This design comes from an exercise in tuning for small area, a short achievable clock period and few clock cycles on the open sky130 flow, not from production work. In this exercise RTL edits were held to simulation tests only and were not proved equivalent to the original. Power and IR drop assume default switching activity.

oak:
==> flow/design.v (excerpt) <==
module sha3_512_core (
    input  wire         clk,
    input  wire         rst,           
    input  wire         in_valid,
    output wire         in_ready,
    input  wire [63:0]  in_data,
    input  wire         in_last,
    input  wire [3:0]   in_nbytes,
    output wire         out_valid,
    input  wire         out_ready,
    output wire [511:0] out_digest
);
make LEC_CHECK=0 CAP_MARGIN=20 CORE_MARGIN=2 CORE_UTILIZATION=30 CTS_BUF_LIST=sky130_fd_sc_hd__clkbuf_8 SETUP_SLACK_MARGIN=1.8 SLEW_MARGIN=10 SYNTH_HIERARCHICAL=1 finish   # period 5.0 ns
run.sh (not shown) runs the stock make flow with config.mk's settings and CLKGATE_MAP_FILE= SYNTH_SCRIPT=/design/flow/synth_recipe.tcl, a recipe that flattens the netlist after the stock synthesis.
Testbench counts of oak, summed over its fixed seeds: cycles 59,080.
## Diff of input files: pine against oak
==> flow/config.mk <==
export PLATFORM = sky130hd
export DESIGN_NAME = sha3_512_core
export DESIGN_NICKNAME = sha3_512_core
export VERILOG_FILES = /design/flow/design.v
export SDC_FILE = /design/flow/constraint.sdc
export NUM_CORES = 4
export LEC_CHECK = 0
export CAP_MARGIN = 40
export CORE_MARGIN = 2
export CORE_UTILIZATION = 30
export GPL_ROUTABILITY_DRIVEN = 0
export SETUP_SLACK_MARGIN = 1.8
export SLEW_MARGIN = 20
export SYNTH_HIERARCHICAL = 1
Notes after the runs:
For the final clock period utilization by the worst path, pine came in 3.2 points higher than oak did.
A cell with the biggest individual delay on the critical path of xor2_1 is what pine shows, while xnor2_2 belongs to oak.
pine has post-route minimum period above what oak had.
Wire length of the first global-routing pass, pine vs oak: down by more than 10%
Against oak, pine reports a post-layout worst setup margin that is lower.
Re via count: pine and oak aren't equal, and the lower value belongs to oak.
Worst hold slack: pine > oak
### pine -> birch
-- flow/config.mk --
<<< pine, line 10
export CORE_UTILIZATION = 30
export GPL_ROUTABILITY_DRIVEN = 0
export SETUP_SLACK_MARGIN = 1.8
>>> birch, line 10
export CORE_UTILIZATION = 30
export CTS_BUF_LIST = sky130_fd_sc_hd__clkbuf_8
export CTS_CLUSTER_DIAMETER = 100
export CTS_CLUSTER_SIZE = 8
export SETUP_SLACK_MARGIN = 1.8
[summary]
Looking at cell depth of the worst flop-to-flop path across birch and pine, the one that comes out higher is birch.
birch improves on pine in number of DRC markers after the initial detailed-route iteration.
Combinational power, birch vs pine: up by a little under 10%
Per the comparison of birch with pine, maximum number of pins on one net before global-route repair dropped about 7%; routed metal-1 wire length climbed 90000 um.
Looking only at area growth from synthesis to final layout, and setting everything else aside, the lower value of birch and pine goes to pine.
| transition time of the tightest slew-check pin | birch vs pine | 0.029 ns higher |
Cmp birch and pine / post-route minimum period / lower: birch
The final clock period utilization by the worst path number comes out lower for birch vs pine.
> inputs changed (birch -> maple)
-- flow/config.mk --
<<< birch, line 10
export CORE_UTILIZATION = 30
export CTS_BUF_LIST = sky130_fd_sc_hd__clkbuf_8
export CTS_CLUSTER_DIAMETER = 100
export CTS_CLUSTER_SIZE = 8
export SETUP_SLACK_MARGIN = 1.8
export SLEW_MARGIN = 20
>>> maple, line 10
export CORE_UTILIZATION = 30
export CTS_CLUSTER_DIAMETER = 50
export CTS_CLUSTER_SIZE = 20
export SETUP_SLACK_MARGIN = 2.0
export SLEW_MARGIN = 20
### Flow results
birch reached the end of the flow, and the finished layout is clean on the timing, design-rule and antenna checks. Both conditions hold for maple: the flow ran to the end and the final layout passed the timing, design-rule and antenna checks. Compared with birch, in maple portion of the clock cycle consumed by the worst path in the final layout fell 3.9 points; number of different library cells in the post-synthesis netlist held steady; clock-buffer cell count went up by about 45%. Wire length: maple vs birch up 22000 um. The higher post-route minimum period of birch and maple is in birch. The group drawing the most power comes out clock in one run and registers in the other, namely in maple and birch respectively. Clock power (lower): birch. [maple] worst setup margin rose 0.19 ns relative to birch. Comparing maple against birch, there is no change at all in number of enable flip-flop cells after synthesis.
--- input diff maple..cedar ---
-- flow/config.mk --
<<< maple, line 10
export CORE_UTILIZATION = 30
export CTS_CLUSTER_DIAMETER = 50
export CTS_CLUSTER_SIZE = 20
export SETUP_SLACK_MARGIN = 2.0
export SLEW_MARGIN = 20
>>> cedar, line 10
export CORE_UTILIZATION = 30
export CTS_BUF_LIST = sky130_fd_sc_hd__clkbuf_8
export SETUP_SLACK_MARGIN = 1.8
export SLEW_MARGIN = 20
maple ended up with flip-flop to flip-flop as its class of the worst hold path; cedar ended up with input port to flip-flop.
Per the comparison of cedar with maple, combinational fraction of design power went up by 0.5 points; power consumed by the clock network fell 35%; non-clock buffer count lost 309; end-of-flow core utilization went down 3.2 points.

========
sha3_512_core again, from the RTL that the note above started with.
Settings: LEC_CHECK=0, CAP_MARGIN=40, CORE_MARGIN=2, CORE_UTILIZATION=30, SETUP_SLACK_MARGIN=1.8, SLEW_MARGIN=20, SYNTH_HIERARCHICAL=1; clock period 5.0 ns.
The starting point finished clean.
Testbench counts at the start, summed over its fixed seeds: cycles 59,080.
Rerun with:
--- a/flow/config.mk
+++ b/flow/config.mk
@@ -10,3 +10,5 @@
 export CORE_UTILIZATION = 30
-export SETUP_SLACK_MARGIN = 1.8
+export CTS_BUF_LIST = sky130_fd_sc_hd__clkbuf_8
+export PLACE_DENSITY = 0.5
+export SETUP_SLACK_MARGIN = 1.9
 export SLEW_MARGIN = 20
Maximum frequency grows by 5.6%.
Final cell count grows by 2.3%.
Wire length grows by 1.4%.
Power shrinks by 5.7%.
Rerun with:
--- a/flow/config.mk
+++ b/flow/config.mk
@@ -10,5 +10,5 @@
 export CORE_UTILIZATION = 30
-export CTS_BUF_LIST = sky130_fd_sc_hd__clkbuf_8
-export PLACE_DENSITY = 0.5
-export SETUP_SLACK_MARGIN = 1.9
+export CTS_CLUSTER_DIAMETER = 100
+export CTS_CLUSTER_SIZE = 15
+export SETUP_SLACK_MARGIN = 1.8
 export SLEW_MARGIN = 20
Effect: The new run completed with no timing, DRC or antenna violations. Synthesized area stays the same. Via count came out lower slightly. Sequential share of layout area came out higher by 1.0 points. Routed wire length came out lower slightly.

[re-timing with driven ports]
Ports are ideal in the flow. The routed layouts listed here were re-timed in OpenROAD. Step 1 (the two cells are an assumption about what drives the block):
set clk [get_ports {clk}]
set_driving_cell -lib_cell sky130_fd_sc_hd__clkbuf_16 $clk
set_driving_cell -lib_cell sky130_fd_sc_hd__buf_2 [delete_from_list [all_inputs] $clk]
Step 2 also shifts input and output timing later by t, the mid clock arrival at the registers, as if the neighbouring blocks saw the same clock. a / b / c = ideal / step 1 / step 2; a / b = the first two.
run	t (ns)	setup slack, ns	worst register clock-pin slew, ns
oak	1.347	1.577 / 1.577 / 1.028	0.08 / 0.08
pine	1.130	1.418 / 1.418 / 1.028	0.07 / 0.07
birch	1.295	1.607 / 1.607 / 1.145	0.09 / 0.09
maple	1.158	1.800 / 1.800 / 1.119	0.07 / 0.07
cedar	1.346	1.629 / 1.629 / 1.183	0.08 / 0.08
the first run of note 2	1.111	1.549 / 1.549 / 1.185	0.07 / 0.07
the second run of note 2	1.359	1.733 / 1.733 / 0.948	0.08 / 0.08
the third run of note 2	1.101	1.630 / 1.630 / 1.179	0.09 / 0.09
After both steps every run listed still meets setup and hold. For the second run of note 2, which loses most, drivers alone change the setup slack by 0.000 ns; drivers and shift together by -0.785 ns.
